This design comes from an exercise in tuning for small area, a short achievable clock period and few clock cycles on the open sky130 flow, not from production work.
RTL that was checked went through simulation tests only; none was proved equivalent to the original.
Function not checked in run 1: the RTL went through the layout flow alone.
Power is estimated from default activity; no workload was simulated.

### constraint.sdc
create_clock -name core_clock -period 17.0 [get_ports {clk}]
set_input_delay 3.4000 -clock core_clock [delete_from_list [all_inputs] [get_ports {clk}]]
set_output_delay 3.4000 -clock core_clock [all_outputs]
set_load 0.01 [all_outputs]
### run.sh
#!/bin/bash
# synth_recipe.tcl (not shown) runs the flow's synth.tcl, then flattens the netlist and writes it again
# the make line also repeats each setting of config.mk as NAME=value (left out here)
make -C /OpenROAD-flow-scripts/flow DESIGN_CONFIG=/design/flow/config.mk WORK_HOME=/design/flow/orfs CLKGATE_MAP_FILE= SYNTH_SCRIPT=/design/flow/synth_recipe.tcl finish
### config.mk
export PLATFORM = sky130hd
export DESIGN_NAME = crc_unit
export DESIGN_NICKNAME = crc_unit
export VERILOG_FILES = /design/flow/design.v
export SDC_FILE = /design/flow/constraint.sdc
export NUM_CORES = 4
export LEC_CHECK = 0
export ABC_AREA = 1
export CAP_MARGIN = 60
export CORE_MARGIN = 2
export CORE_UTILIZATION = 50
export SLEW_MARGIN = 60
### design.v
module crc_unit (
    input  wire        clk,
    input  wire        rst,           
    input  wire        req_valid,
    output wire        req_ready,
    input  wire        req_write,
    input  wire [2:0]  req_addr,      
    input  wire [31:0] req_wdata,
    output reg         rsp_valid,
    output reg  [31:0] rsp_rdata,
    output reg         exc            
);
    localparam [2:0] A_POLY   = 3'd0,
                     A_CFG    = 3'd1,
                     A_INIT   = 3'd2,
                     A_VALUE  = 3'd3,
                     A_RESULT = 3'd4,
                     A_IN8    = 3'd5,
                     A_IN16   = 3'd6,
                     A_IN32   = 3'd7;
    reg [31:0] poly;                  
    reg [31:0] init;                  
    reg [31:0] rnat;                  
    reg [31:0] rref;                  
    reg [4:0]  wm1;                   
    reg        refin, refout, invert;
    reg [31:0] gref;                  
    reg        g_ok;                  
    reg [15:1] mu;                    
    reg        mu_ok;                 
    reg        s_dat;                 
    reg        s_8;                   
    reg        s_32;                  
    reg        s_r;                   
    reg        s_cfg;                 
    reg [31:0] q_d;                   
    reg        rdy;
    assign req_ready = rdy;
    wire accept = req_valid & rdy;
    wire wr     = accept & req_write;
    wire [4:0]  wm1_n    = s_cfg ? q_d[4:0] : wm1;
    wire        refin_n  = s_cfg ? q_d[8]   : refin;
    wire        refout_n = s_cfg ? q_d[9]   : refout;
    wire        invert_n = s_cfg ? q_d[10]  : invert;
    wire [31:0] mask     = 32'hFFFF_FFFF >> (~wm1);
    wire [31:0] mask_n   = 32'hFFFF_FFFF >> (~wm1_n);
    wire [31:0] gnat     = poly & mask;
    wire        go       = g_ok & mu_ok;
    wire        d_exec   = s_dat & go;
    wire [7:0]  r_hi = s_8 ? rref[7:0] : rref[15:8];
    wire [15:0] dv   = {(r_hi ^ q_d[15:8]) & {8{d_exec}},
                        (rref[7:0] ^ q_d[7:0]) & {8{d_exec & ~s_8}}};
    wire [31:0] rs_r = ~d_exec ? rref : s_8 ? (rref >> 8) : (rref >> 16);
    wire [31:0] rs_n = ~d_exec ? rnat : s_8 ? (rnat << 8) : (rnat << 16);
    reg [15:0] t;
    integer i, j, k;
    always @(*) begin
        for (k = 0; k < 16; k = k + 1) begin
            t[k] = dv[k];
            for (j = 0; j < k; j = j + 1)
                t[k] = t[k] ^ (mu[k - j] & dv[j]);
        end
    end
    reg [31:0] crc_r, crc_n;
    always @(*) begin
        for (i = 0; i < 32; i = i + 1) begin
            crc_r[i] = rs_r[i];
            crc_n[i] = rs_n[i];
            for (k = 0; k < 16; k = k + 1) begin
                if (i + 15 - k <= 31)
                    crc_r[i] = crc_r[i] ^ (t[k] & gref[i + 15 - k]);
                if (i + k >= 15)
                    crc_n[i] = crc_n[i] ^ (t[k] & gnat[i + k - 15]);
            end
        end
    end
    reg [15:0] m;
    always @(*) begin
        m[0] = 1'b1;
        for (k = 1; k < 16; k = k + 1) begin
            m[k] = gref[k - 1];
            for (j = 1; 2 * j <= k; j = j + 1)
                m[k] = m[k] ^ (m[j] & ((2 * j == k) ? 1'b1 : gref[k - 2 * j - 1]));
        end
    end
    function [31:0] rev32(input [31:0] v);
        integer n;
        for (n = 0; n < 32; n = n + 1)
            rev32[n] = v[31 - n];
    endfunction
    wire        g_fill  = ~g_ok & ~(s_r | s_cfg);
    wire [31:0] wsh_in  = s_r ? q_d : s_cfg ? rnat : poly;
    wire [31:0] wsh_out = rev32(wsh_in) >> (~wm1_n);
    wire [31:0] rref_n  = (s_r | s_cfg) ? wsh_out : crc_r;
    wire [31:0] rnat_n  = (s_r ? q_d : crc_n) & mask_n;
    wire [31:0] invm    = invert_n ? mask_n : 32'd0;
    wire [31:0] res_n   = (refout_n ? rref_n : rnat_n) ^ invm;
    wire        a_dat   = req_addr[2] & (req_addr[1] | req_addr[0]);
    wire        s_dat_n = rdy ? (wr & a_dat) : s_dat;
    wire        s_32_n  = rdy ? (wr & (req_addr == A_IN32)) : (s_32 & ~d_exec);
    wire        poly_wr = wr & (req_addr == A_POLY);
    wire        g_ok_n  = ~(poly_wr | s_cfg) & (g_ok | g_fill);
    wire        mu_ok_n = ~g_fill;
    wire        rdy_n   = ~s_dat_n | (g_ok_n & mu_ok_n & ~s_32_n);
    function [7:0] order(input [7:0] b, input lsb_first);
        integer n;
        for (n = 0; n < 8; n = n + 1)
            order[n] = lsb_first ? b[n] : b[7 - n];
    endfunction
    always @(posedge clk) begin
        if (rst) begin
            poly   <= 32'd0;
            init   <= 32'd0;
            rnat   <= 32'd0;
            rref   <= 32'd0;
            wm1    <= 5'd0;
            refin  <= 1'b0;
            refout <= 1'b0;
            invert <= 1'b0;
            g_ok   <= 1'b0;              
            mu_ok  <= 1'b0;
            s_dat  <= 1'b0;
            s_8    <= 1'b0;
            s_32   <= 1'b0;
            s_r    <= 1'b0;
            s_cfg  <= 1'b0;
            rdy    <= 1'b1;
            rsp_valid <= 1'b0;
            exc    <= 1'b0;
        end else begin
            if (poly_wr)
                poly <= req_wdata;
            if (wr & (req_addr == A_INIT))
                init <= req_wdata;
            rnat   <= rnat_n;
            rref   <= rref_n;
            wm1    <= wm1_n;
            refin  <= refin_n;
            refout <= refout_n;
            invert <= invert_n;
            g_ok   <= g_ok_n;
            mu_ok  <= mu_ok_n;
            s_dat  <= s_dat_n;
            s_32   <= s_32_n;
            if (rdy) begin
                s_8   <= wr & (req_addr == A_IN8);
                s_r   <= wr & ((req_addr == A_INIT) | (req_addr == A_VALUE));
                s_cfg <= wr & (req_addr == A_CFG) & (|req_wdata[4:1]);
            end
            rdy    <= rdy_n;
            rsp_valid <= accept & ~req_write;
            exc    <= wr & (req_addr == A_CFG) & ~(|req_wdata[4:1]);
        end
    end
    always @(posedge clk) begin
        if (g_fill)
            gref <= wsh_out;
        mu <= m[15:1];
    end
    always @(posedge clk) begin
        if (rdy) begin
            if (a_dat) begin
                q_d[31:24] <= order(req_wdata[31:24], refin_n);
                q_d[23:16] <= order(req_wdata[23:16], refin_n);
                q_d[15:8]  <= order(req_addr == A_IN8 ? req_wdata[7:0] : req_wdata[15:8], refin_n);
                q_d[7:0]   <= order(req_wdata[7:0], refin_n);
            end else begin
                q_d <= req_wdata;
            end
        end else if (d_exec) begin
            q_d[15:0] <= q_d[31:16];     
        end
    end
    always @(posedge clk) begin
        case (req_addr)
            A_POLY:   rsp_rdata <= poly & mask_n;
            A_CFG:    rsp_rdata <= {21'd0, invert_n, refout_n, refin_n, 3'd0, wm1_n};
            A_INIT:   rsp_rdata <= init & mask_n;
            A_VALUE:  rsp_rdata <= rnat_n;
            A_RESULT: rsp_rdata <= res_n;
            default:  rsp_rdata <= 32'd0;      
        endcase
    end
endmodule
==> results.ini, run 1 <==
[outcome]
status = finished clean

[clock_tree]
htreeDepth = 1
cts_tree = built
cts_resized = 0
clk_pin_slew_worst_paths_ns = 0.06
clock_sinks = 257
hold_buffers = 0
cts_max_path_buffers = 3
numCtsBuffers = 30
post_cts_buffers = 0
clk_latency_ns = 0.64
cts-root-buf = clkbuf_16

[global_routing]
grt_max_degree = 86
grt-ovfl-total = 0
antenna_found_initial = 0
grt_first_pass_wirelength_mm = 222.8
grt_pass1_vias = 34100
grt_usage_pct = 43.94

[sta]
hold_viol_final = 0
max_freq_mhz = 167.1
final.period_utilization_pct = 35.20
setup_viol = 0
period_needed_ns = 5.983
slew_violations = 0
slew_headroom_pct = 57.13
rsz0062_at_grt = no
finalClockSkew_ns = 0.05738
setup_tns_ns = 0
tightestPinTransition_ns = 0.6364

[hold_path]
hold_end = poly[29]$_SDFFE_PP0P_
holdPathStages = 2
hold_start = poly[29]$_SDFFE_PP0P_
hold_class = reg2reg

[flow_run]
max-cap-violations = 0

[setup_path]
reg2reg_depth = 30
path_cells = clkdlybuf4s50_1 > nor2_4 > clkinv_1 > nor2_2 > inv_1 > nor2_2 > buf_4 > inv_1 > nor2_1 > nor2_1
crit_arrival_ns = 6.51
end_kind = flip-flop
cp_top_family = buffers and inverters
slowest_delay_ns = 0.52
path_class = in2reg
start_kind = input pin
reg2reg_to = rsp_rdata[28]$_DFF_P_
crit-reg2reg-launch = g_ok$_SDFF_PP0_
path_buf_inv = 5
crit_path_max_fanout = 49
worstPathRequired_ns = 17.53
r2r_slack_ns = 11.18
cp_slowest_cell = clkdlybuf4s50_1

[floorplanning]
row_count = 94
fp.dieArea_um2 = 67970
die_x_um = 260.7
fp.dieH_um = 260.7
ios = 74
start_util_pct = 50.30
coreArea_um2 = 65510

[power]
comb_power_share_pct = 23.7
power_frac_seq_pct = 40.4
p_int_w = 0.001176
p_per_area_nw_per_um2 = 53.89
switching_share_pct = 38.11
ir_worst_vdd_uv = 83.34
clkPwrFrac_pct = 35.9
leakage_nw = 16.50
switchingPower_w = 0.0007245

[yosys]
synth.distinct_cells = 59
synth.cell_area_um2 = 32950
yosysWarnings = 1
ys_seq_area_share_pct = 17.56
synth.avg_cell_area_um2 = 5.477
synth-async-reset-ratio_pct = 0
synth-seq-cells = 257
synth-edff-count = 64
synth-main-ff-cell = dfxtp_1
synth_cells = 6016
syn_nets = 6061

[placed_design]
hpwl_mm = 112.8
routabilityCongestion = 1.112
port_buffers = 73

[detailed_routing]
wl_per_cell_um = 22.54
viasPerCell = 5.756
drtPass1Iterations = 6
routed_wl_mm = 153.4
dr_total_vias = 39180
drc = 0
drt_iter0_markers = 4935
antenna_left = 0

[layout]
final_cell_mix = nand2_1 (2040), nor2_1 (721), inv_1 (655)
final_nets = 5963
area_growth_pct = 7.044
final_common_cell = nand2_1
fin_util_pct = 53.84
layout-drive-gt1-share_pct = 4.645
diodes = 0

-- final cells by class --
type	instances	area [µm²]
sequential	257	5798
inverter	706	2663
clock buffer	37	797.0
tap	864	1081
multi-input combinational	4765	23270
fill	7016	30240
clock inverter	19	203.9
timing repair buffer	158	1463
-- cell usage after synthesis (26+ instances only) --
cell type  number  area, µm²
nor2_1        733       2751
clkinv_1       31      116.4
edfxtp_1       64       1922
xnor2_1       274       2400
clkbuf_1      159      596.8
o21ai_1        34      170.2
inv_1         665       2496
xor2_1        232       2032
nand3_1       586       2933
a21oi_1       100      500.5
nor3_1         26      130.1
dfxtp_1       193       3864
nand4_1        36      225.2
buf_2          68      340.3
o21ai_0       407       2037
nand3b_1       64      480.5
nand2_1      2049       7691
-- power by group through the flow --
| stage | Combinational, W | Clock [W] | Sequential [W] |
|---|---|---|---|
| after floorplan | 0.000303 | 0 | 0.000704 |
| after global placement | 0.000430 | 0 | 0.000776 |
| after detailed placement | 0.000438 | 0 | 0.000774 |
| after CTS | 0.000440 | 0.000680 | 0.000762 |
| after global routing | 0.000487 | 0.000704 | 0.000765 |
| final | 0.000451 | 0.000683 | 0.000767 |
-- stage by stage --
| step | hold WS, ns | cell area [µm²] | power [W] | cells | setup slack (ns) |
|---|---|---|---|---|---|
| 2_1_floorplan | 0.4557 | 32950 | 0.001006 | 6016 | 11.75 |
| 3_3_place_gp | 0.5139 | 33960 | 0.001207 | 6742 | 9.709 |
| 3_5_place_dp | 0.5154 | 34180 | 0.001213 | 6746 | 10.24 |
| 4_1_cts | 0.5367 | 35180 | 0.001881 | 6802 | 10.89 |
| 5_1_grt | 0.5565 | 35270 | 0.001957 | 6806 | 10.80 |
| 6_report | 0.5480 | 35270 | 0.001901 | 6806 | 11.02 |
-- how the worst max path moves through the flow --
stage                start                    end  depth (start not counted)
2_1_floorplan  req_addr[1]  init[23]$_SDFFE_PP0P_                         10
3_3_place_gp   req_addr[2]  init[19]$_SDFFE_PP0P_                         10
3_5_place_dp   req_addr[2]  init[19]$_SDFFE_PP0P_                         10
4_1_cts        req_addr[2]  init[19]$_SDFFE_PP0P_                         10
5_1_grt        req_addr[2]  init[15]$_SDFFE_PP0P_                         10
6_report       req_addr[2]  init[19]$_SDFFE_PP0P_                         10
-- flip-flops by register name (all words and copies together), names as in the netlist, 5 cells and up --
register / count
gref: 32
init: 32
poly: 32
q_d: 32
rnat: 32
rref: 32
rsp_rdata: 32
mu: 15
wm1: 5
-- worst min-delay path, delay by kind of cell (launching register included) --
kind,cells,cell delay (ns)
compound gates,2,0.18
flops,1,0.32
-- cell families after synthesis --
| group | share of synthesized area [%] |
|---|---|
| xor gates and xnor gates | 13.50 |
| adders and majority gates | 0.2278 |
| and+or+nand+nor | 45.72 |
| AOI/OAI and AO/OA | 10.13 |
| DFF | 17.56 |
| buffers and inverters | 12.38 |
| muxes | 0.4860 |
-- per-layer routing --
| layer | track usage, % | share of wire [%] | wire length (µm) | vias to the layer above |
|---|---|---|---|---|
| met2 | 66.00 | 41 | 63400 | 2345 |
| li1 | - | - | - | 18580 |
| met1 | 57.23 | 39 | 59970 | 17760 |
| met5 | 0 | 0 | 0 | - |
| met3 | 7.896 | 11 | 17350 | 492 |
| met4 | 29.65 | 8.3 | 12710 | 0 |
==> run 2: changes to the inputs <==
--- a/design.v
+++ b/design.v
@@ -30,6 +30,7 @@
     reg        mu_ok;                 
     reg        s_dat;                 
     reg        s_8;                   
+    reg        s_16;                  
     reg        s_32;                  
     reg        s_r;                   
     reg        s_cfg;                 
@@ -48,10 +49,9 @@
     wire        go       = g_ok & mu_ok;
     wire        d_exec   = s_dat & go;
     wire [7:0]  r_hi = s_8 ? rref[7:0] : rref[15:8];
-    wire [15:0] dv   = {(r_hi ^ q_d[15:8]) & {8{d_exec}},
-                        (rref[7:0] ^ q_d[7:0]) & {8{d_exec & ~s_8}}};
-    wire [31:0] rs_r = ~d_exec ? rref : s_8 ? (rref >> 8) : (rref >> 16);
-    wire [31:0] rs_n = ~d_exec ? rnat : s_8 ? (rnat << 8) : (rnat << 16);
+    wire [15:0] dv   = {r_hi ^ q_d[15:8], (rref[7:0] ^ q_d[7:0]) & {8{~s_8}}};
+    wire [31:0] rs_r = s_16 ? (rref >> 16) : (rref >> 8);
+    wire [31:0] rs_n = s_16 ? (rnat << 16) : (rnat << 8);
     reg [15:0] t;
     integer i, j, k;
     always @(*) begin
@@ -91,10 +91,9 @@
     wire        g_fill  = ~g_ok & ~(s_r | s_cfg);
     wire [31:0] wsh_in  = s_r ? q_d : s_cfg ? rnat : poly;
     wire [31:0] wsh_out = rev32(wsh_in) >> (~wm1_n);
-    wire [31:0] rref_n  = (s_r | s_cfg) ? wsh_out : crc_r;
-    wire [31:0] rnat_n  = (s_r ? q_d : crc_n) & mask_n;
+    wire [31:0] rref_n  = (s_r | s_cfg) ? wsh_out : d_exec ? crc_r : rref;
+    wire [31:0] rnat_n  = (s_r ? q_d : d_exec ? crc_n : rnat) & mask_n;
     wire [31:0] invm    = invert_n ? mask_n : 32'd0;
-    wire [31:0] res_n   = (refout_n ? rref_n : rnat_n) ^ invm;
     wire        a_dat   = req_addr[2] & (req_addr[1] | req_addr[0]);
     wire        s_dat_n = rdy ? (wr & a_dat) : s_dat;
     wire        s_32_n  = rdy ? (wr & (req_addr == A_IN32)) : (s_32 & ~d_exec);
@@ -121,6 +120,7 @@
             mu_ok  <= 1'b0;
             s_dat  <= 1'b0;
             s_8    <= 1'b0;
+            s_16   <= 1'b0;
             s_32   <= 1'b0;
             s_r    <= 1'b0;
             s_cfg  <= 1'b0;
@@ -144,6 +144,7 @@
             s_32   <= s_32_n;
             if (rdy) begin
                 s_8   <= wr & (req_addr == A_IN8);
+                s_16  <= wr & req_addr[2] & req_addr[1];
                 s_r   <= wr & ((req_addr == A_INIT) | (req_addr == A_VALUE));
                 s_cfg <= wr & (req_addr == A_CFG) & (|req_wdata[4:1]);
             end
@@ -171,14 +172,28 @@
             q_d[15:0] <= q_d[31:16];     
         end
     end
-    always @(posedge clk) begin
+    wire        sel_v   = (req_addr == A_VALUE);
+    wire        sel_r   = (req_addr == A_RESULT);
+    wire        use_n   = sel_v | (sel_r & ~refout_n);     
+    wire        use_f   = sel_r & refout_n;                
+    wire        fresh   = d_exec & ~s_r & ~s_cfg;
+    wire [31:0] a_n     = {32{use_n & fresh}} & mask_n;
+    wire [31:0] a_r     = {32{use_f & fresh}};
+    reg  [31:0] rd_b;
+    always @(*) begin
         case (req_addr)
-            A_POLY:   rsp_rdata <= poly & mask_n;
-            A_CFG:    rsp_rdata <= {21'd0, invert_n, refout_n, refin_n, 3'd0, wm1_n};
-            A_INIT:   rsp_rdata <= init & mask_n;
-            A_VALUE:  rsp_rdata <= rnat_n;
-            A_RESULT: rsp_rdata <= res_n;
-            default:  rsp_rdata <= 32'd0;      
+            A_POLY:  rd_b = poly & mask_n;
+            A_CFG:   rd_b = {21'd0, invert_n, refout_n, refin_n, 3'd0, wm1_n};
+            A_INIT:  rd_b = init & mask_n;
+            default: rd_b = 32'd0;
         endcase
+        if (use_n & ~fresh)
+            rd_b = rd_b | rnat_n;
+        if (use_f & ~fresh)
+            rd_b = rd_b | rref_n;
+        if (sel_r)
+            rd_b = rd_b ^ invm;
     end
+    always @(posedge clk)
+        rsp_rdata <= (crc_n & a_n) ^ (crc_r & a_r) ^ rd_b;
 endmodule
--- a/config.mk
+++ b/config.mk
@@ -5,8 +5,7 @@
 export SDC_FILE = /design/flow/constraint.sdc
 export NUM_CORES = 4
 export LEC_CHECK = 0
-export ABC_AREA = 1
-export CAP_MARGIN = 60
+export CAP_MARGIN = 20
 export CORE_MARGIN = 2
 export CORE_UTILIZATION = 50
-export SLEW_MARGIN = 60
+export SLEW_MARGIN = 20
==> results.ini, run 2 <==
[setup_path]
worstPathRequired_ns = 17.50  ; was 17.53 ns
path_buf_inv = 2  ; was 5
start_kind = input pin  ; unchanged
cp_slowest_cell = o21ai_0  ; was clkdlybuf4s50_1
path_common_cell = nand2_1
path_class = in2reg  ; unchanged
r2r_slack_ns = 11.14  ; was 11.18 ns
cp_top_family = simple AND/OR/NAND/NOR gates  ; was buffers and inverters
crit_arrival_ns = 6.57  ; was 6.51 ns
end_kind = flip-flop  ; unchanged
slowest_delay_ns = 0.70  ; was 0.52 ns
path_cells = buf_2 > buf_4 > nand2_1 > o21ai_0 > nand2_1 > or3_1 > a21oi_1 > xor2_1 > xnor2_1  ; was clkdlybuf4s50_1 > nor2_4 > clkinv_1 > nor2_2 > inv_1 > nor2_2 > buf_4 > inv_1 > nor2_1 > nor2_1
crit_path_max_fanout = 41  ; was 49

[sta]
tightestPinTransition_ns = 1.136  ; was 0.6364 ns
finalClockSkew_ns = 0.02283  ; was 0.05738 ns
max_freq_mhz = 164.8  ; was 167.1 MHz
slew_violations = 0  ; unchanged
final.period_utilization_pct = 35.69  ; was 35.20%
hold_ws_ns = 0.4552  ; was 0.5480 ns
hold_viol_final = 0  ; unchanged
setup_tns_ns = 0  ; unchanged
setup_viol = 0  ; unchanged
period_needed_ns = 6.067  ; was 5.983 ns
slew_headroom_pct = 24.28  ; was 57.13%
rsz0062_at_grt = no  ; unchanged

[power]
ir_worst_vdd_uv = 465.7  ; was 83.34 µV
leakage_nw = 10.71  ; was 16.50 nW
p_per_area_nw_per_um2 = 218.6  ; was 53.89 nW/µm²

[detailed_routing]
routed_wl_mm = 123.8  ; was 153.4 mm
drc = 0  ; unchanged
drt_iter0_markers = 3559  ; was 4935
wl_per_cell_um = 26.79  ; was 22.54 µm
highest-signal-layer = met5  ; was met4
dr_total_vias = 28240  ; was 39180
viasPerCell = 6.109  ; was 5.756
drtPass1Iterations = 8  ; was 6
drt-met1-wl_mm = 51.11  ; was 59.97 mm
met3_wirelength_mm = 13.82  ; was 17.35 mm
antenna_left = 0  ; unchanged
wl_met2_mm = 52.17  ; was 63.40 mm

[layout]
final_cell_mix = nand2_1 (976), xnor2_1 (706), nor2_1 (425)  ; was nand2_1 (2040), nor2_1 (721), inv_1 (655)
fillCellCount = 5669  ; was 7016
final_common_cell = nand2_1  ; unchanged
seq_area_um2 = 5814  ; was 5798 µm²
fin_cells = 4622  ; was 6806
multi_input_area_um2 = 22040  ; was 23270 µm²
area_growth_pct = 7.477  ; was 7.044%
layout-drive-gt1-share_pct = 6.226  ; was 4.645%
final_nets = 3874  ; was 5963

[global_routing]
antenna_found_initial = 3  ; was 0
grt_first_pass_wirelength_mm = 180.4  ; was 222.8 mm
grt_max_degree = 64  ; was 86
grt_pass1_vias = 25290  ; was 34100
grt_usage_pct = 40.28  ; was 43.94%
grt-ovfl-total = 0  ; unchanged

[yosys]
synth-edff-count = 64  ; unchanged
synth-main-ff-cell = dfxtp_1  ; unchanged
ys_seq_area_share_pct = 19.88  ; was 17.56%
synth_cells = 3961  ; was 6016
syn_nets = 4006  ; was 6061
synth.cell_area_um2 = 29200  ; was 32950 µm²
yosysTopAreaCell = xnor2_1  ; was nand2_1
synth-seq-cells = 258  ; was 257
synth_top_area_share_pct = 21.20  ; was 23.34%
synth.distinct_cells = 90  ; was 59
synth.avg_cell_area_um2 = 7.373  ; was 5.477 µm²
synth_area_leaders = xnor2_1 (21%), dfxtp_1 (13%), nand2_1 (13%)  ; was nand2_1 (23%), dfxtp_1 (12%), nand3_1 (8.9%)
netlist_top_cells_count = nand2_1 (976), xnor2_1 (707), nor2_1 (431)  ; was nand2_1 (2049), nor2_1 (733), inv_1 (665)
yosysWarnings = 1  ; unchanged
synth_most_common_cell = nand2_1  ; unchanged
synth-async-reset-ratio_pct = 0  ; unchanged

[flow_run]
max-cap-violations = 0  ; unchanged

[clock_tree]
clk_pin_slew_worst_paths_ns = 0.06  ; about the same
cts_max_path_buffers = 3  ; unchanged
cts_tree = built  ; unchanged
clock_sinks = 258  ; was 257
htreeDepth = 2  ; was 1
clk_latency_ns = 0.57  ; was 0.64 ns
post_cts_buffers = 0  ; unchanged
numCtsBuffers = 35  ; was 30
hold_buffers = 0  ; unchanged
cts_resized = 0  ; unchanged
cts-root-buf = clkbuf_16  ; unchanged

[floorplanning]
start_util_pct = 50.62  ; was 50.30%
coreArea_um2 = 57700  ; was 65510 µm²
fp.dieH_um = 245.7  ; was 260.7 µm
row_count = 88  ; was 94
ios = 74  ; unchanged
die_x_um = 245.7  ; was 260.7 µm
fp.dieArea_um2 = 60360  ; was 67970 µm²

[outcome]
status = finished clean  ; unchanged

[hold_path]
hold_class = reg2reg  ; unchanged

[placed_design]
place_inst = 4555  ; was 6746
port_buffers = 73  ; unchanged
routabilityCongestion = 1.051  ; was 1.112
hpwl_mm = 89.03  ; was 112.8 mm

## run 2: cell types whose count changed in the layout (fill, tap and decap cells not counted), moves of 112 or more
cell and delta:
inv_1 -625, mux2i_1 +150, nand2_1 -1064, nand3_1 -548, nor2_1 -296, o21ai_0 -282, xnor2_1 +433, xor2_1 -112
## run 2: per-stage QoR
stage | cell area [µm²] | power [W] | utilization [%] | worst slack, ns
5_1_grt | 31380 | 0.007005 | 54.39 | 10.73
2_1_floorplan | 29200 | 0.004023 | - | 11.62
6_report | 31390 | 0.006861 | 54.40 | 10.93
4_1_cts | 31350 | 0.006691 | 54.34 | 11.05
3_5_place_dp | 30170 | 0.005879 | 52.29 | 10.45
3_3_place_gp | 30170 | 0.005914 | 52.29 | 10.52
## run 2: logic make-up (layout without fill, tap and decap cells)
kind of cell / after synthesis / in the layout / synth area share, %
xor gates and xnor gates: 918 / 918 / 31.39
other: 0 / 2 / 0
muxes: 218 / 218 / 7.836
adders and majority gates: 6 / 6 / 0.2571
DFF: 258 / 258 / 19.88
AOI/OAI and AO/OA: 585 / 585 / 12.68
and+or+nand+nor: 1632 / 1632 / 22.76
buffers and inverters: 344 / 238 / 5.193
## run 2: area by class of cell
class	instances	area share (%)
Clock buffer	42	3.006
Sequential cell	258	18.52
Timing Repair Buffer	143	4.010
Tap cell	765	3.050
Multi-Input combinational cell	3359	70.24
Antenna cell	2	0.01595
Clock inverter	21	0.7734
Inverter	32	0.3827
## run 2: per-layer routing
layer,global-route usage [%],up-vias
li1,-,12750
met1,56.07,13430
met2,58.90,1717
met3,8.993,335
met4,18.72,4
met5,0,-
## run 2: final timing paths
check,startpoint,end,cells after the start
max reg2reg,s_cfg$_SDFFE_PP0P_,rsp_rdata[0]$_DFF_P_,12
max,req_addr[1],rsp_rdata[1]$_DFF_P_,9
min,init[20]$_SDFFE_PP0P_,init[20]$_SDFFE_PP0P_,2
min reg2reg,init[20]$_SDFFE_PP0P_,init[20]$_SDFFE_PP0P_,2
## run 2: power by group
group          switching [W]  total [W]  internal (W)
Sequential         0.0000793   0.000741      0.000661
Clock               0.000326   0.000789      0.000463
Combinational        0.00369    0.00533       0.00164
## run 2: worst min-delay path: cells and delay by family, from the launching register on
family,cells,cell delay [ns]
AO/OA/AOI/OAI,1,0.05
AND/OR/NAND/NOR,1,0.05
flip-flops,1,0.31
Testbench counts of run 2, summed over its fixed seeds: cycles 69,597.
==> run 3: changes to the inputs <==
--- a/design.v
+++ b/design.v
@@ -172,28 +172,24 @@
             q_d[15:0] <= q_d[31:16];     
         end
     end
+    wire        fresh   = d_exec & ~s_r & ~s_cfg;       
+    wire [31:0] v_res   = (refout_n ? rref_n : rnat_n) ^ invm;
+    wire [31:0] c_n     = crc_n & mask;                 
+    wire [31:0] c_ni    = (crc_n ^ invm) & mask;        
+    wire [31:0] c_ri    = crc_r ^ invm;                 
+    wire        sel_p   = (req_addr == A_POLY);
+    wire        sel_c   = (req_addr == A_CFG);
+    wire        sel_i   = (req_addr == A_INIT);
     wire        sel_v   = (req_addr == A_VALUE);
     wire        sel_r   = (req_addr == A_RESULT);
-    wire        use_n   = sel_v | (sel_r & ~refout_n);     
-    wire        use_f   = sel_r & refout_n;                
-    wire        fresh   = d_exec & ~s_r & ~s_cfg;
-    wire [31:0] a_n     = {32{use_n & fresh}} & mask_n;
-    wire [31:0] a_r     = {32{use_f & fresh}};
-    reg  [31:0] rd_b;
-    always @(*) begin
-        case (req_addr)
-            A_POLY:  rd_b = poly & mask_n;
-            A_CFG:   rd_b = {21'd0, invert_n, refout_n, refin_n, 3'd0, wm1_n};
-            A_INIT:  rd_b = init & mask_n;
-            default: rd_b = 32'd0;
-        endcase
-        if (use_n & ~fresh)
-            rd_b = rd_b | rnat_n;
-        if (use_f & ~fresh)
-            rd_b = rd_b | rref_n;
-        if (sel_r)
-            rd_b = rd_b ^ invm;
-    end
+    wire [31:0] rd_d    = ({32{sel_v &  fresh}}             & c_n)
+                        | ({32{sel_r &  fresh & ~refout_n}} & c_ni)
+                        | ({32{sel_r &  fresh &  refout_n}} & c_ri)
+                        | ({32{sel_v & ~fresh}}             & rnat_n)
+                        | ({32{sel_r & ~fresh}}             & v_res)
+                        | ({32{sel_p}}                      & poly & mask_n)
+                        | ({32{sel_i}}                      & init & mask_n)
+                        | ({32{sel_c}} & {21'd0, invert_n, refout_n, refin_n, 3'd0, wm1_n});
     always @(posedge clk)
-        rsp_rdata <= (crc_n & a_n) ^ (crc_r & a_r) ^ rd_b;
+        rsp_rdata <= rd_d;
 endmodule
==> flow/run.sh (new file) <==
#!/bin/bash
# The standard layout (standard.sh: ORFS with the standard synthesis), with
#  - port buffers of sky130_fd_sc_hd__buf_4 instead of the default buffer, and
#  - timing repair aimed at a setup slack margin; the SDC (clock period and
#    I/O delays) is unchanged.
# make's output goes to standard.log; ORFS keeps each step's log under orfs/logs.
set -euo pipefail
bash standard.sh \
    "BUFFER_PORTS_ARGS=-buffer_cell sky130_fd_sc_hd__buf_4" \
    SETUP_SLACK_MARGIN=12 \
    finish > standard.log 2>&1
==> standard.sh (new file) <==
#!/bin/bash
# synth_recipe.tcl (not shown) runs the flow's synth.tcl, then flattens the netlist and writes it again
# the make line also repeats each setting of config.mk as NAME=value (left out here)
make -C /OpenROAD-flow-scripts/flow DESIGN_CONFIG=/design/flow/config.mk WORK_HOME=/design/flow/orfs CLKGATE_MAP_FILE= SYNTH_SCRIPT=/design/flow/synth_recipe.tcl "${@:-finish}"
removed: run.sh
==> results.ini, run 3 <==
[outcome]
status = finished clean  ; unchanged

[setup_path]
start_kind = flip-flop  ; was input pin
cp-startpoint = q_d[1]$_DFFE_PP_  ; was req_addr[1]
slowest_delay_ns = 0.62  ; was 0.70 ns
worstPathRequired_ns = 17.48  ; was 17.50 ns
reg2reg_to = rsp_rdata[21]$_DFF_P_  ; was rsp_rdata[0]$_DFF_P_
crit-reg2reg-launch = q_d[1]$_DFFE_PP_  ; was s_cfg$_SDFFE_PP0P_
reg2reg_depth = 17  ; was 12
crit_path_max_fanout = 16  ; was 41
cp_slowest_cell = or4_1  ; was o21ai_0
crit_end = rsp_rdata[21]$_DFF_P_  ; was rsp_rdata[1]$_DFF_P_
path_cells = buf_12 > xor2_4 > buf_4 > a211oi_1 > or4_1 > nand2_1 > buf_6 > nor2_1 > xnor2_1 > xnor3_1 > xnor2_2 > xnor2_2 > xnor2_1 > a211o_1 > a221o_1 > xor2_1 > a211o_1  ; was buf_2 > buf_4 > nand2_1 > o21ai_0 > nand2_1 > or3_1 > a21oi_1 > xor2_1 > xnor2_1
end_kind = flip-flop  ; unchanged
r2r_slack_ns = 12.04  ; was 11.14 ns
path_class = reg2reg  ; was in2reg
crit_arrival_ns = 5.44  ; was 6.57 ns

[yosys]
synth_most_common_cell = nand2_1  ; unchanged
synth.distinct_cells = 89  ; was 90
yosysWarnings = 1  ; unchanged
synthXorXnorAreaFrac_pct = 31.72  ; was 31.39%
synthSimpleGateAreaFrac_pct = 23.51  ; was 22.76%
synth-main-ff-cell = dfxtp_1  ; unchanged
synth_top_family_by_area = XOR/XNOR gates  ; unchanged
synth-edff-count = 64  ; unchanged
ys_seq_area_share_pct = 19.23  ; was 19.88%
synth_top_area_share_pct = 20.77  ; was 21.20%
netlist_top_cells_count = nand2_1 (770), xnor2_1 (716), nor2_1 (630)  ; was nand2_1 (976), xnor2_1 (707), nor2_1 (431)
synth_compound_area_share_pct = 14.14  ; was 12.68%
yosysTopAreaCell = xnor2_1  ; unchanged
synth-async-reset-ratio_pct = 0  ; unchanged
synthAdderAreaFrac_pct = 0.2486  ; was 0.2571%
synth.avg_cell_area_um2 = 7.358  ; was 7.373 µm²
synth.cell_area_um2 = 30200  ; was 29200 µm²
syn_nets = 4149  ; was 4006
synth_cells = 4104  ; was 3961
synth_area_leaders = xnor2_1 (21%), dfxtp_1 (13%), nand2_1 (9.6%)  ; was xnor2_1 (21%), dfxtp_1 (13%), nand2_1 (13%)
synth_mux_area_share_pct = 6.240  ; was 7.836%
synth-seq-cells = 258  ; unchanged

[global_routing]
grt_max_degree = 75  ; was 64
antenna_found_initial = 3  ; unchanged
grt_usage_pct = 45.10  ; was 40.28%
grt-ovfl-total = 0  ; unchanged
grt_first_pass_wirelength_mm = 205.9  ; was 180.4 mm
grt_pass1_vias = 27830  ; was 25290

[clock_tree]
clk_latency_ns = 0.66  ; was 0.57 ns
cts_tree = built  ; unchanged
htreeDepth = 1  ; was 2
hold_buffers = 0  ; unchanged
cts_max_path_buffers = 3  ; unchanged
clock_sinks = 258  ; unchanged
clk_pin_slew_worst_paths_ns = 0.07  ; was 0.06 ns
numCtsBuffers = 30  ; was 35
cts-root-buf = clkbuf_16  ; unchanged

[detailed_routing]
dr_total_vias = 30540  ; was 28240
drc = 0  ; unchanged
drtPass1Iterations = 8  ; unchanged
drt_iter0_markers = 4045  ; was 3559
routed_wl_mm = 145.2  ; was 123.8 mm
antenna_left = 0  ; unchanged
wl_per_cell_um = 30.14  ; was 26.79 µm
viasPerCell = 6.340  ; was 6.109

[layout]
final_nets = 4055  ; was 3874
layout-drive-gt1-share_pct = 10.41  ; was 6.226%
area_growth_pct = 9.991  ; was 7.477%
fillCellCount = 5879  ; was 5669
multi_input_area_um2 = 23650  ; was 22040 µm²
final_common_cell = nand2_1  ; unchanged
final_cell_mix = nand2_1 (767), xnor2_1 (687), nor2_1 (619)  ; was nand2_1 (976), xnor2_1 (706), nor2_1 (425)
seq_area_um2 = 5823  ; was 5814 µm²

[sta]
max_freq_mhz = 201.7  ; was 164.8 MHz
setup_viol = 0  ; unchanged
slew_headroom_pct = 16.17  ; was 24.28%
finalClockSkew_ns = 0.08495  ; was 0.02283 ns
final.period_utilization_pct = 29.16  ; was 35.69%
hold_viol_final = 0  ; unchanged
rsz0062_at_grt = yes  ; was no
period_needed_ns = 4.957  ; was 6.067 ns
slew_violations = 0  ; unchanged
setup_tns_ns = 0  ; unchanged
tightestPinTransition_ns = 1.242  ; was 1.136 ns

[floorplanning]
die_x_um = 249.7  ; was 245.7 µm
start_util_pct = 50.31  ; was 50.62%
fp.dieArea_um2 = 62370  ; was 60360 µm²
coreArea_um2 = 60020  ; was 57700 µm²
row_count = 90  ; was 88
ios = 74  ; unchanged
fp.dieH_um = 249.7  ; was 245.7 µm

[power]
leakage_nw = 11.77  ; was 10.71 nW
p_per_area_nw_per_um2 = 252.9  ; was 218.6 nW/µm²
ir_worst_vdd_uv = 343.7  ; was 465.7 µV
power_w = 0.008400  ; was 0.006861 W

[placed_design]
hpwl_mm = 103.4  ; was 89.03 mm
port_buffers = 73  ; unchanged
routabilityCongestion = 1.076  ; was 1.051

[hold_path]
hold_class = reg2reg  ; unchanged

[flow_run]
max-cap-violations = 0  ; unchanged

-- run 3: cell types whose count changed after synthesis, sizes merged, moves of 23 or more --
cell,change
clkbuf,+32
buf,-23
nor2b,+34
nand2,-207
mux2i,-31
nand3,+23
nor2,+200
-- run 3: layout make-up --
type,count,area share [%]
Multi-Input combinational cell,3496,71.20
Sequential cell,258,17.53
Timing Repair Buffer,193,4.965
Tap cell,782,2.946
Clock buffer,39,2.517
Clock inverter,16,0.4634
Inverter,31,0.3617
Antenna cell,2,0.01507
-- run 3: layer usage --
layer	GRT usage, %	share of wire [%]	wire, µm
met5	0	0.025	36
met4	31.51	8.8	12700
met3	10.25	12	17040
met2	65.63	41	59630
met1	59.05	38	55760
-- run 3: what timing repair did --
| item | in CTS | in global routing |
|---|---|---|
| setup endpoints to repair | 68 | 37 |
| cloned | 3 | 2 |
| gates resized for setup | 40 | 76 |
| pin swaps | 4 | 6 |
| setup buffers | 11 | 10 |
-- run 3: worst min path at each step --
stage	depth (start not counted)	slack, ns	startpoint	end
detailed placement	2	0.45	init[23]$_SDFFE_PP0P_	init[23]$_SDFFE_PP0P_
CTS	2	0.46	init[23]$_SDFFE_PP0P_	init[23]$_SDFFE_PP0P_
global placement	2	0.44	init[23]$_SDFFE_PP0P_	init[23]$_SDFFE_PP0P_
floorplan	2	0.44	init[12]$_SDFFE_PP0P_	init[12]$_SDFFE_PP0P_
global route	2	0.48	init[23]$_SDFFE_PP0P_	init[23]$_SDFFE_PP0P_
finish	2	0.46	init[23]$_SDFFE_PP0P_	init[23]$_SDFFE_PP0P_
-- run 3: cells by family (layout without fill, tap and decap cells) --
group / Yosys count / in the layout
flops: 258 / 258
fa+ha+maj: 6 / 6
buf+inv: 352 / 279
xor+xnor: 942 / 943
simple gates: 1710 / 1711
other cells: 0 / 2
compound gates: 659 / 659
mux: 177 / 177
-- run 3: stage by stage --
step	hold WS [ns]	setup WS, ns	cells	util (%)	area (µm²)
floorplan	0.4357	12.01	4104	-	30230
CTS	0.4571	12.00	4803	54.40	32650
finish	0.4564	12.04	4817	55.33	33210
global placement	0.4422	11.10	4734	52.08	31260
detailed placement	0.4481	11.03	4734	52.08	31260
global route	0.4758	11.93	4815	55.33	33210
-- run 3: worst max-delay path: cells and delay by family, from the launching register on --
kind / cells / cell delay, ns
XOR/XNOR: 7 / 1.72
AO/OA/AOI/OAI: 4 / 1.08
AND/OR/NAND/NOR: 3 / 0.88
buffers and inverters: 3 / 0.63
flip-flops: 1 / 0.44
-- run 3: report_power, final --
part,switching (W),internal [W]
Combinational,0.00453,0.00245
Sequential,0.0000787,0.000662
Clock,0.000310,0.000366
Testbench counts of run 3, summed over its fixed seeds: cycles 69,597.
==> run 4: changes to the inputs <==
--- a/design.v
+++ b/design.v
@@ -48,10 +48,21 @@
     wire [31:0] gnat     = poly & mask;
     wire        go       = g_ok & mu_ok;
     wire        d_exec   = s_dat & go;
+    function [31:0] rev32(input [31:0] v);
+        integer n;
+        for (n = 0; n < 32; n = n + 1)
+            rev32[n] = v[31 - n];
+    endfunction
+    wire        g_fill  = ~g_ok & ~(s_r | s_cfg);
+    wire [31:0] wsh_in  = s_r ? q_d : s_cfg ? rnat : poly;
+    wire [31:0] wsh_out = rev32(wsh_in) >> (~wm1_n);
     wire [7:0]  r_hi = s_8 ? rref[7:0] : rref[15:8];
-    wire [15:0] dv   = {r_hi ^ q_d[15:8], (rref[7:0] ^ q_d[7:0]) & {8{~s_8}}};
-    wire [31:0] rs_r = s_16 ? (rref >> 16) : (rref >> 8);
-    wire [31:0] rs_n = s_16 ? (rnat << 16) : (rnat << 8);
+    wire [15:0] dv   = {(r_hi ^ q_d[15:8]) & {8{d_exec}},
+                        (rref[7:0] ^ q_d[7:0]) & {8{d_exec & ~s_8}}};
+    wire [31:0] rs_r = d_exec ? (s_16 ? (rref >> 16) : (rref >> 8))
+                     : (s_r | s_cfg) ? wsh_out : rref;
+    wire [31:0] rs_n = d_exec ? (s_16 ? (rnat << 16) : (rnat << 8))
+                     : s_r ? q_d : rnat;
     reg [15:0] t;
     integer i, j, k;
     always @(*) begin
@@ -83,17 +94,9 @@
                 m[k] = m[k] ^ (m[j] & ((2 * j == k) ? 1'b1 : gref[k - 2 * j - 1]));
         end
     end
-    function [31:0] rev32(input [31:0] v);
-        integer n;
-        for (n = 0; n < 32; n = n + 1)
-            rev32[n] = v[31 - n];
-    endfunction
-    wire        g_fill  = ~g_ok & ~(s_r | s_cfg);
-    wire [31:0] wsh_in  = s_r ? q_d : s_cfg ? rnat : poly;
-    wire [31:0] wsh_out = rev32(wsh_in) >> (~wm1_n);
-    wire [31:0] rref_n  = (s_r | s_cfg) ? wsh_out : d_exec ? crc_r : rref;
-    wire [31:0] rnat_n  = (s_r ? q_d : d_exec ? crc_n : rnat) & mask_n;
+    wire [31:0] rref_n  = crc_r;
     wire [31:0] invm    = invert_n ? mask_n : 32'd0;
+    wire [31:0] rnat_n  = crc_n & mask_n;
     wire        a_dat   = req_addr[2] & (req_addr[1] | req_addr[0]);
     wire        s_dat_n = rdy ? (wr & a_dat) : s_dat;
     wire        s_32_n  = rdy ? (wr & (req_addr == A_IN32)) : (s_32 & ~d_exec);
@@ -172,23 +175,16 @@
             q_d[15:0] <= q_d[31:16];     
         end
     end
-    wire        fresh   = d_exec & ~s_r & ~s_cfg;       
-    wire [31:0] v_res   = (refout_n ? rref_n : rnat_n) ^ invm;
-    wire [31:0] c_n     = crc_n & mask;                 
-    wire [31:0] c_ni    = (crc_n ^ invm) & mask;        
-    wire [31:0] c_ri    = crc_r ^ invm;                 
     wire        sel_p   = (req_addr == A_POLY);
     wire        sel_c   = (req_addr == A_CFG);
     wire        sel_i   = (req_addr == A_INIT);
     wire        sel_v   = (req_addr == A_VALUE);
     wire        sel_r   = (req_addr == A_RESULT);
-    wire [31:0] rd_d    = ({32{sel_v &  fresh}}             & c_n)
-                        | ({32{sel_r &  fresh & ~refout_n}} & c_ni)
-                        | ({32{sel_r &  fresh &  refout_n}} & c_ri)
-                        | ({32{sel_v & ~fresh}}             & rnat_n)
-                        | ({32{sel_r & ~fresh}}             & v_res)
-                        | ({32{sel_p}}                      & poly & mask_n)
-                        | ({32{sel_i}}                      & init & mask_n)
+    wire [31:0] k_n     = {32{sel_v | (sel_r & ~refout_n)}} & mask_n;
+    wire [31:0] k_r     = {32{sel_r & refout_n}};
+    wire [31:0] rd_d    = (((crc_n & k_n) | (crc_r & k_r)) ^ ({32{sel_r}} & invm))
+                        | ({32{sel_p}} & poly & mask_n)
+                        | ({32{sel_i}} & init & mask_n)
                         | ({32{sel_c}} & {21'd0, invert_n, refout_n, refin_n, 3'd0, wm1_n});
     always @(posedge clk)
         rsp_rdata <= rd_d;
==> results.ini, run 4 <==
[sta]
finalClockSkew_ns = 0.02701  ; was 0.08495 ns
setup_tns_ns = 0  ; unchanged
tightestPinTransition_ns = 1.079  ; was 1.242 ns
slew_headroom_pct = 27.98  ; was 16.17%
max_freq_mhz = 199.2  ; was 201.7 MHz
finalWorstSetupSlack_ns = 11.98  ; was 12.04 ns
period_needed_ns = 5.019  ; was 4.957 ns
final.period_utilization_pct = 29.52  ; was 29.16%
hold_viol_final = 0  ; unchanged
slew_violations = 0  ; unchanged
rsz0062_at_grt = yes  ; unchanged
setup_viol = 0  ; unchanged

[global_routing]
grt_pass1_vias = 26440  ; was 27830
grt_first_pass_wirelength_mm = 189.1  ; was 205.9 mm
grt_max_degree = 76  ; was 75
grt-ovfl-total = 0  ; unchanged
grt_usage_pct = 43.17  ; was 45.10%
antenna_found_initial = 11  ; was 3

[detailed_routing]
drc = 0  ; unchanged
dr_total_vias = 29480  ; was 30540
drt_iter0_markers = 4793  ; was 4045
wl_per_cell_um = 30.02  ; was 30.14 µm
antenna_left = 0  ; unchanged
routed_wl_mm = 133.3  ; was 145.2 mm
drtPass1Iterations = 10  ; was 8
viasPerCell = 6.637  ; was 6.340

[setup_path]
slowest_delay_ns = 0.76  ; was 0.62 ns
path_cells = inv_1 > a2111o_1 > a2111o_1 > a211o_2 > and2_4 > nand2_1 > xor2_1 > xnor3_1 > xnor3_1 > xnor2_1 > or2_2 > o32ai_1 > o22ai_1  ; was buf_12 > xor2_4 > buf_4 > a211oi_1 > or4_1 > nand2_1 > buf_6 > nor2_1 > xnor2_1 > xnor3_1 > xnor2_2 > xnor2_2 > xnor2_1 > a211o_1 > a221o_1 > xor2_1 > a211o_1
start_kind = flip-flop  ; unchanged
r2r_slack_ns = 11.98  ; was 12.04 ns
end_kind = flip-flop  ; unchanged
worstPathRequired_ns = 17.40  ; was 17.48 ns
cp_slowest_cell = dfxtp_1  ; was or4_1
crit_arrival_ns = 5.42  ; was 5.44 ns
crit_path_max_fanout = 16  ; unchanged
path_class = reg2reg  ; unchanged

[floorplanning]
row_count = 87  ; was 90
fp.dieH_um = 243.8  ; was 249.7 µm
die_x_um = 243.8  ; was 249.7 µm
coreArea_um2 = 56600  ; was 60020 µm²
fp.dieArea_um2 = 59420  ; was 62370 µm²
ios = 74  ; unchanged
start_util_pct = 50.78  ; was 50.31%

[yosys]
synth-main-ff-cell = dfxtp_1  ; unchanged
synth.avg_cell_area_um2 = 7.643  ; was 7.358 µm²
ys_seq_area_share_pct = 20.20  ; was 19.23%
yosysTopAreaCell = xnor2_1  ; unchanged
synth_area_leaders = xnor2_1 (16%), dfxtp_1 (14%), nand2_1 (11%)  ; was xnor2_1 (21%), dfxtp_1 (13%), nand2_1 (9.6%)
yosysWarnings = 1  ; unchanged
synth_most_common_cell = nand2_1  ; unchanged
synth-async-reset-ratio_pct = 0  ; unchanged
synth_top_area_share_pct = 16.45  ; was 20.77%
syn_nets = 3806  ; was 4149
netlist_top_cells_count = nand2_1 (838), xnor2_1 (540), nor2_1 (363)  ; was nand2_1 (770), xnor2_1 (716), nor2_1 (630)
synth_cells = 3761  ; was 4104
synth-seq-cells = 258  ; unchanged
synth-edff-count = 64  ; unchanged
synth.cell_area_um2 = 28740  ; was 30200 µm²
synth.distinct_cells = 87  ; was 89

[clock_tree]
htreeDepth = 2  ; was 1
clk_latency_ns = 0.58  ; was 0.66 ns
cts_tree = built  ; unchanged
clock_sinks = 258  ; unchanged
cts_max_path_buffers = 3  ; unchanged
numCtsBuffers = 34  ; was 30
cts-root-buf = clkbuf_16  ; unchanged
clk_pin_slew_worst_paths_ns = 0.05  ; was 0.07 ns

[placed_design]
dpl_worst_slack_ns = 11.22  ; was 11.03 ns
routabilityCongestion = 1.194  ; was 1.076
hpwl_mm = 94.03  ; was 103.4 mm
port_buffers = 73  ; unchanged

[layout]
final_common_cell = nand2_1  ; unchanged
area_growth_pct = 9.755  ; was 9.991%
final_cell_mix = nand2_1 (834), xnor2_1 (516), nor2_1 (357)  ; was nand2_1 (767), xnor2_1 (687), nor2_1 (619)
fin_util_pct = 55.73  ; was 55.33%
layout-drive-gt1-share_pct = 10.66  ; was 10.41%
final_nets = 3696  ; was 4055

[outcome]
status = finished clean  ; unchanged

[power]
p_per_area_nw_per_um2 = 63.05  ; was 252.9 nW/µm²
leakage_nw = 10.93  ; was 11.77 nW
ir_worst_vdd_uv = 78.47  ; was 343.7 µV

[flow_run]
max-cap-violations = 0  ; unchanged

[hold_path]
hold_class = reg2reg  ; unchanged

## run 4: cell count changes after synthesis, sizes merged, moves of 24 or more
cell / change
nand2: +70
o22ai: +33
nand2b: -30
nand3: +68
xnor2: -189
xnor3: +40
a21oi: -24
o21ai: -27
nor2: -270
## run 4: final cells by class
| cell class | instances | area, µm² |
|---|---|---|
| clock buffers | 48 | 1007 |
| inverters | 28 | 105.1 |
| flip-flops and latches | 258 | 5831 |
| clock inverters | 14 | 201.4 |
| fillers | 5432 | 25060 |
| multi-input cells | 3157 | 22010 |
| diodes | 9 | 22.52 |
| repair buffers | 172 | 1429 |
| well taps | 756 | 945.9 |
## run 4: repair_timing
action / 4_1_cts / 5_1_grt
gates cloned: 1 / 2
buffers inserted: 8 / 9
hold buffers: 0 / 0
pin swaps: 3 / 6
endpoints found under the setup margin: 63 / 33
gates resized for setup: 42 / 66
## run 4: power by group
part           internal [W]  switching (W)
clock network      0.000466       0.000321
registers          0.000667       0.000111
logic              0.000165       0.000260
## run 4: logic make-up after synthesis
family,Yosys count,share of synthesized area [%]
compound gates,602,13.71
xor+xnor,815,31.08
fa+ha+maj,6,0.2612
buf+inv,348,5.219
flops,258,20.20
mux,182,6.917
simple gates,1550,22.62
## run 4: routing by layer
| layer | GRT usage, % | share of wire [%] | vias up |
|---|---|---|---|
| li1 | - | - | 12490 |
| met1 | 57.24 | 38 | 14160 |
| met2 | 62.12 | 42 | 2370 |
| met3 | 14.00 | 14 | 449 |
| met4 | 22.90 | 6.5 | 6 |
| met5 | 0 | 0.088 | - |
## run 4: critical path, delay by kind of cell, from the launching register on
kind | cells | cell delay, ns
buffers and inverters | 1 | 0.32
flip-flops | 1 | 0.76
AND/OR/NAND/NOR | 3 | 0.77
XOR/XNOR | 4 | 1.33
AO/OA/AOI/OAI | 5 | 1.65
## run 4: final timing paths
check	from	end	cells after the start
worst max-delay path	mu[2]$_DFF_P_	rsp_rdata[8]$_DFF_P_	13
worst min-delay path	init[1]$_SDFFE_PP0P_	init[1]$_SDFFE_PP0P_	2
worst max register to register	mu[2]$_DFF_P_	rsp_rdata[8]$_DFF_P_	13
worst min register to register	init[1]$_SDFFE_PP0P_	init[1]$_SDFFE_PP0P_	2
## run 4: per-stage QoR
| step | hold WS (ns) | power (W) | std cells | cell area [µm²] |
|---|---|---|---|---|
| floorplan | 0.4364 | 0.0009832 | 3761 | 28760 |
| global placement | 0.4462 | 0.001160 | 4351 | 29590 |
| detailed placement | 0.4502 | 0.001165 | 4351 | 29600 |
| CTS | 0.4578 | 0.001947 | 4422 | 31090 |
| global route | 0.4746 | 0.002024 | 4434 | 31530 |
| finish | 0.4585 | 0.001989 | 4442 | 31550 |
Testbench counts of run 4, summed over its fixed seeds: cycles 69,597.
==> run 5: changes to the inputs <==
--- a/design.v
+++ b/design.v
@@ -39,13 +39,12 @@
     assign req_ready = rdy;
     wire accept = req_valid & rdy;
     wire wr     = accept & req_write;
-    wire [4:0]  wm1_n    = s_cfg ? q_d[4:0] : wm1;
-    wire        refin_n  = s_cfg ? q_d[8]   : refin;
-    wire        refout_n = s_cfg ? q_d[9]   : refout;
-    wire        invert_n = s_cfg ? q_d[10]  : invert;
-    wire [31:0] mask     = 32'hFFFF_FFFF >> (~wm1);
+    wire [4:0]  wm1_n    = wm1;
+    wire        refin_n  = refin;
+    wire        refout_n = refout;
+    wire        invert_n = invert;
     wire [31:0] mask_n   = 32'hFFFF_FFFF >> (~wm1_n);
-    wire [31:0] gnat     = poly & mask;
+    wire [31:0] gnat     = poly & mask_n;        
     wire        go       = g_ok & mu_ok;
     wire        d_exec   = s_dat & go;
     function [31:0] rev32(input [31:0] v);
@@ -56,8 +55,8 @@
     wire        g_fill  = ~g_ok & ~(s_r | s_cfg);
     wire [31:0] wsh_in  = s_r ? q_d : s_cfg ? rnat : poly;
     wire [31:0] wsh_out = rev32(wsh_in) >> (~wm1_n);
-    wire [7:0]  r_hi = s_8 ? rref[7:0] : rref[15:8];
-    wire [15:0] dv   = {(r_hi ^ q_d[15:8]) & {8{d_exec}},
+    wire [7:0]  d_hi = s_8 ? (rref[7:0] ^ q_d[7:0]) : (rref[15:8] ^ q_d[15:8]);
+    wire [15:0] dv   = {d_hi & {8{d_exec}},
                         (rref[7:0] ^ q_d[7:0]) & {8{d_exec & ~s_8}}};
     wire [31:0] rs_r = d_exec ? (s_16 ? (rref >> 16) : (rref >> 8))
                      : (s_r | s_cfg) ? wsh_out : rref;
@@ -101,7 +100,8 @@
     wire        s_dat_n = rdy ? (wr & a_dat) : s_dat;
     wire        s_32_n  = rdy ? (wr & (req_addr == A_IN32)) : (s_32 & ~d_exec);
     wire        poly_wr = wr & (req_addr == A_POLY);
-    wire        g_ok_n  = ~(poly_wr | s_cfg) & (g_ok | g_fill);
+    wire        cfg_wr  = wr & (req_addr == A_CFG) & (|req_wdata[4:1]);
+    wire        g_ok_n  = ~(poly_wr | cfg_wr) & (g_ok | g_fill);
     wire        mu_ok_n = ~g_fill;
     wire        rdy_n   = ~s_dat_n | (g_ok_n & mu_ok_n & ~s_32_n);
     function [7:0] order(input [7:0] b, input lsb_first);
@@ -137,10 +137,12 @@
                 init <= req_wdata;
             rnat   <= rnat_n;
             rref   <= rref_n;
-            wm1    <= wm1_n;
-            refin  <= refin_n;
-            refout <= refout_n;
-            invert <= invert_n;
+            if (cfg_wr) begin
+                wm1    <= req_wdata[4:0];
+                refin  <= req_wdata[8];
+                refout <= req_wdata[9];
+                invert <= req_wdata[10];
+            end
             g_ok   <= g_ok_n;
             mu_ok  <= mu_ok_n;
             s_dat  <= s_dat_n;
@@ -149,7 +151,7 @@
                 s_8   <= wr & (req_addr == A_IN8);
                 s_16  <= wr & req_addr[2] & req_addr[1];
                 s_r   <= wr & ((req_addr == A_INIT) | (req_addr == A_VALUE));
-                s_cfg <= wr & (req_addr == A_CFG) & (|req_wdata[4:1]);
+                s_cfg <= cfg_wr;
             end
             rdy    <= rdy_n;
             rsp_valid <= accept & ~req_write;
@@ -166,7 +168,7 @@
             if (a_dat) begin
                 q_d[31:24] <= order(req_wdata[31:24], refin_n);
                 q_d[23:16] <= order(req_wdata[23:16], refin_n);
-                q_d[15:8]  <= order(req_addr == A_IN8 ? req_wdata[7:0] : req_wdata[15:8], refin_n);
+                q_d[15:8]  <= order(req_wdata[15:8], refin_n);
                 q_d[7:0]   <= order(req_wdata[7:0], refin_n);
             end else begin
                 q_d <= req_wdata;
@@ -175,17 +177,19 @@
             q_d[15:0] <= q_d[31:16];     
         end
     end
-    wire        sel_p   = (req_addr == A_POLY);
-    wire        sel_c   = (req_addr == A_CFG);
-    wire        sel_i   = (req_addr == A_INIT);
-    wire        sel_v   = (req_addr == A_VALUE);
-    wire        sel_r   = (req_addr == A_RESULT);
-    wire [31:0] k_n     = {32{sel_v | (sel_r & ~refout_n)}} & mask_n;
-    wire [31:0] k_r     = {32{sel_r & refout_n}};
-    wire [31:0] rd_d    = (((crc_n & k_n) | (crc_r & k_r)) ^ ({32{sel_r}} & invm))
-                        | ({32{sel_p}} & poly & mask_n)
-                        | ({32{sel_i}} & init & mask_n)
-                        | ({32{sel_c}} & {21'd0, invert_n, refout_n, refin_n, 3'd0, wm1_n});
+    wire [31:0] v_val   = crc_n & mask_n;                           
+    wire [31:0] v_res   = (refout_n ? crc_r : v_val) ^ invm;        
+    reg  [31:0] v_lo;
+    always @(*) begin
+        case (req_addr[1:0])
+            2'd0:    v_lo = poly & mask_n;
+            2'd1:    v_lo = {21'd0, invert_n, refout_n, refin_n, 3'd0, wm1_n};
+            2'd2:    v_lo = init & mask_n;
+            default: v_lo = v_val;
+        endcase
+    end
+    wire [31:0] rd_d    = ~req_addr[2] ? v_lo
+                        : (req_addr[1:0] == 2'd0) ? v_res : 32'd0;   
     always @(posedge clk)
         rsp_rdata <= rd_d;
 endmodule
--- a/flow/run.sh
+++ b/flow/run.sh
@@ -7,5 +7,5 @@
 set -euo pipefail
 bash standard.sh \
     "BUFFER_PORTS_ARGS=-buffer_cell sky130_fd_sc_hd__buf_4" \
-    SETUP_SLACK_MARGIN=12 \
+    SETUP_SLACK_MARGIN=12.4 \
     finish > standard.log 2>&1
==> results.ini, run 5 <==
[global_routing]
grt_max_degree = 79  ; was 76
grt_pass1_vias = 26240  ; was 26440
grt_first_pass_wirelength_mm = 186.1  ; was 189.1 mm
grt_usage_pct = 42.65  ; was 43.17%
grt-ovfl-total = 0  ; unchanged
antenna_found_initial = 5  ; was 11

[detailed_routing]
met3_wirelength_mm = 12.80  ; was 18.95 mm
highest-signal-layer = met4  ; was met5
antenna_left = 0  ; unchanged
wl_per_cell_um = 29.34  ; was 30.02 µm
wl_met2_mm = 57.49  ; was 55.40 mm
viasPerCell = 6.249  ; was 6.637
routed_wl_mm = 128.9  ; was 133.3 mm
dr_total_vias = 27460  ; was 29480
drt-met1-wl_mm = 48.51  ; was 50.26 mm
drc = 0  ; unchanged
drt_iter0_markers = 3288  ; was 4793
drtPass1Iterations = 5  ; was 10

[yosys]
synth-main-ff-cell = dfxtp_1  ; unchanged
ys_seq_area_share_pct = 20.26  ; was 20.20%
synth.cell_area_um2 = 28650  ; was 28740 µm²
yosysWarnings = 1  ; unchanged
synth-seq-cells = 258  ; unchanged
syn_nets = 3741  ; was 3806
synth_area_leaders = xnor2_1 (18%), dfxtp_1 (14%), nand2_1 (10%)  ; was xnor2_1 (16%), dfxtp_1 (14%), nand2_1 (11%)
synth_top_area_share_pct = 18.19  ; was 16.45%
netlist_top_cells_count = nand2_1 (763), xnor2_1 (595), nor2_1 (493)  ; was nand2_1 (838), xnor2_1 (540), nor2_1 (363)
synth-async-reset-ratio_pct = 0  ; unchanged
synth_cells = 3696  ; was 3761
synth.avg_cell_area_um2 = 7.753  ; was 7.643 µm²
synth.distinct_cells = 86  ; was 87
synth-edff-count = 64  ; unchanged
yosysTopAreaCell = xnor2_1  ; unchanged
synth_most_common_cell = nand2_1  ; unchanged

[power]
leakage_nw = 10.70  ; was 10.93 nW
ir_worst_vdd_uv = 65.87  ; was 78.47 µV
power_w = 0.001883  ; was 0.001989 W
p_per_area_nw_per_um2 = 59.08  ; was 63.05 nW/µm²

[placed_design]
hpwl_mm = 93.07  ; was 94.03 mm
port_buffers = 73  ; unchanged
routabilityCongestion = 1.011  ; was 1.194

[setup_path]
crit_arrival_ns = 5.12  ; was 5.42 ns
crit_path_max_fanout = 23  ; was 16
end_kind = flip-flop  ; unchanged
crit-reg2reg-launch = s_r$_SDFFE_PP0P_  ; was mu[2]$_DFF_P_
worstPathRequired_ns = 17.52  ; was 17.40 ns
path_class = reg2reg  ; unchanged
reg2reg_to = rsp_rdata[5]$_DFF_P_  ; was rsp_rdata[8]$_DFF_P_
r2r_slack_ns = 12.39  ; was 11.98 ns
reg2reg_depth = 14  ; was 13
start_kind = flip-flop  ; unchanged

[clock_tree]
cts_tree = built  ; unchanged
htreeDepth = 1  ; was 2
cts_max_path_buffers = 3  ; unchanged
clk_pin_slew_worst_paths_ns = 0.07  ; was 0.05 ns
clk_latency_ns = 0.63  ; was 0.58 ns
cts-root-buf = clkbuf_16  ; unchanged
numCtsBuffers = 31  ; was 34
clock_sinks = 258  ; unchanged

[sta]
rsz0062_at_grt = yes  ; unchanged
period_needed_ns = 4.609  ; was 5.019 ns
tightestPinTransition_ns = 1.159  ; was 1.079 ns
setup_tns_ns = 0  ; unchanged
finalClockSkew_ns = 0.02662  ; was 0.02701 ns
slew_headroom_pct = 22.46  ; was 27.98%
slew_violations = 0  ; unchanged
hold_viol_final = 0  ; unchanged
setup_viol = 0  ; unchanged
max_freq_mhz = 217.0  ; was 199.2 MHz
final.period_utilization_pct = 27.11  ; was 29.52%

[floorplanning]
ios = 74  ; unchanged
die_x_um = 243.4  ; was 243.8 µm
coreArea_um2 = 56500  ; was 56600 µm²
fp.dieH_um = 243.4  ; was 243.8 µm
fp.dieArea_um2 = 59240  ; was 59420 µm²
start_util_pct = 50.72  ; was 50.78%
row_count = 87  ; unchanged

[hold_path]
hold_class = reg2reg  ; unchanged
hold_start = init[26]$_SDFFE_PP0P_  ; was init[1]$_SDFFE_PP0P_
hold_end = init[26]$_SDFFE_PP0P_  ; was init[1]$_SDFFE_PP0P_
holdPathStages = 2  ; unchanged

[layout]
final_cell_mix = nand2_1 (751), xnor2_1 (562), nor2_1 (480)  ; was nand2_1 (834), xnor2_1 (516), nor2_1 (357)
layout-drive-gt1-share_pct = 14.01  ; was 10.66%
final_nets = 3654  ; was 3696
area_growth_pct = 11.24  ; was 9.755%
final_common_cell = nand2_1  ; unchanged

[outcome]
status = finished clean  ; unchanged

[flow_run]
max-cap-violations = 0  ; unchanged

run 5: cell count changes after synthesis, moves of 17 or more:
cell,delta
a211oi_1,-20
xnor2_1,+55
clkbuf_1,-18
nand3_1,-18
mux4_2,+26
a221oi_1,-17
o21ai_0,-25
nor2_1,+130
o22ai_1,-22
nor2b_1,-21
xnor3_1,-25
xor2_1,+46
nand2_1,-75
run 5: worst max-delay path by stage:
stage | from | slack [ns] | cells after the start | to
after floorplan | req_addr[0] | 12.35 | 7 | init[1]$_SDFFE_PP0P_
after global placement | req_addr[0] | 11.19 | 8 | rsp_rdata[25]$_DFF_P_
after detailed placement | req_addr[0] | 11.14 | 8 | rsp_rdata[25]$_DFF_P_
after CTS | q_d[0]$_DFFE_PP_ | 12.30 | 15 | rsp_rdata[16]$_DFF_P_
after global routing | s_cfg$_SDFFE_PP0P_ | 12.27 | 14 | rsp_rdata[21]$_DFF_P_
final | s_r$_SDFFE_PP0P_ | 12.39 | 14 | rsp_rdata[5]$_DFF_P_
run 5: critical path: stages (launching register included):
cell     delay (ns)
dfxtp_2        0.33
inv_2          0.41
buf_4          0.45
mux2i_1        0.29
mux4_2         0.54
and3_1         0.20
a31oi_1        0.29
o21ai_0        0.20
a21oi_1        0.28
nand2_1        0.10
a31oi_1        0.25
xnor2_1        0.12
xnor2_1        0.54
xnor2_1        0.18
a221o_1        0.32
run 5: layer usage:
metal,up-vias,track usage (%)
met5,-,0
met4,0,27.10
met3,416,7.469
met2,1823,66.87
met1,13200,54.33
li1,12020,-
run 5: logic make-up (layout without fill, tap and decap cells):
logic type,count (synthesis),in the layout,share of synthesized area (%)
fa+ha+maj,6,6,0.2620
compound gates,442,442,9.537
mux,226,226,9.672
buf+inv,321,257,4.895
other cells,0,4,0
flops,258,258,20.26
xor+xnor,909,909,33.34
simple gates,1534,1536,22.03
run 5: timing repair:
item	4_1_cts	5_1_grt
resized for setup	99	99
pin swaps	6	21
setup endpoints to repair	207	89
gates cloned	4	1
hold buffers	0	0
buffers inserted	10	17
run 5: metrics by stage:
step                      setup WS, ns  hold slack, ns  instances  cell area (µm²)  utilization (%)
after global routing             12.27          0.4770       4390            31870            56.40
after global placement           11.19          0.4499       4299            29550            52.30
after floorplan                  12.35          0.4319       3696            28800                -
after CTS                        12.30          0.4572       4371            31230            55.28
final                            12.39          0.4577       4394            31880            56.42
after detailed placement         11.14          0.4468       4299            29550            52.30
run 5: final cells by class:
class | count | area [µm²]
diodes | 4 | 10.01
clock buffers | 45 | 888.4
clock inverters | 13 | 195.2
fillers | 5183 | 24620
inverters | 29 | 130.1
multi-input cells | 3119 | 22310
flip-flops and latches | 258 | 5853
well taps | 756 | 945.9
repair buffers | 169 | 1539
repair inverters | 1 | 5.005
run 5: power breakdown:
| part | leakage (nW) | internal, W | switching [W] |
|---|---|---|---|
| combinational | 7.92 | 0.000157 | 0.000243 |
| clock | 0.522 | 0.000424 | 0.000298 |
| sequential | 2.26 | 0.000668 | 0.0000931 |
Testbench counts of run 5, summed over its fixed seeds: cycles 69,597.

what the ideal ports hide:
No port has a modelled driver above. Below, the same layouts with a new extraction and two added sets of constraints.
Step 1, drivers: a clkbuf_16 drives clk and a buf_2 each remaining input, both assumed.
Step 2 also shifts input and output timing later by t, the mid clock arrival at the registers, as if the neighbouring blocks saw the same clock.
Three values: ideal ports, drivers, drivers and shift; two values: the first two.
run	t (ns)	slack for setup (ns)	worst setup path at the end	worst data-port slew with drivers (ns)	cell pins on the clock port's net
run 1	0.678	11.017 / 11.064 / 10.386	input to register	0.04	1
run 2	0.625	10.933 / 10.948 / 10.324	input to register	0.06	1
run 3	0.679	12.043 / 11.980 / 11.412	input to register	0.04	1
run 4	0.627	11.981 / 11.981 / 11.411	input to register	0.05	1
run 5	0.678	12.391 / 12.331 / 11.786	input to register	0.05	1
After both steps every run listed still meets setup and hold.
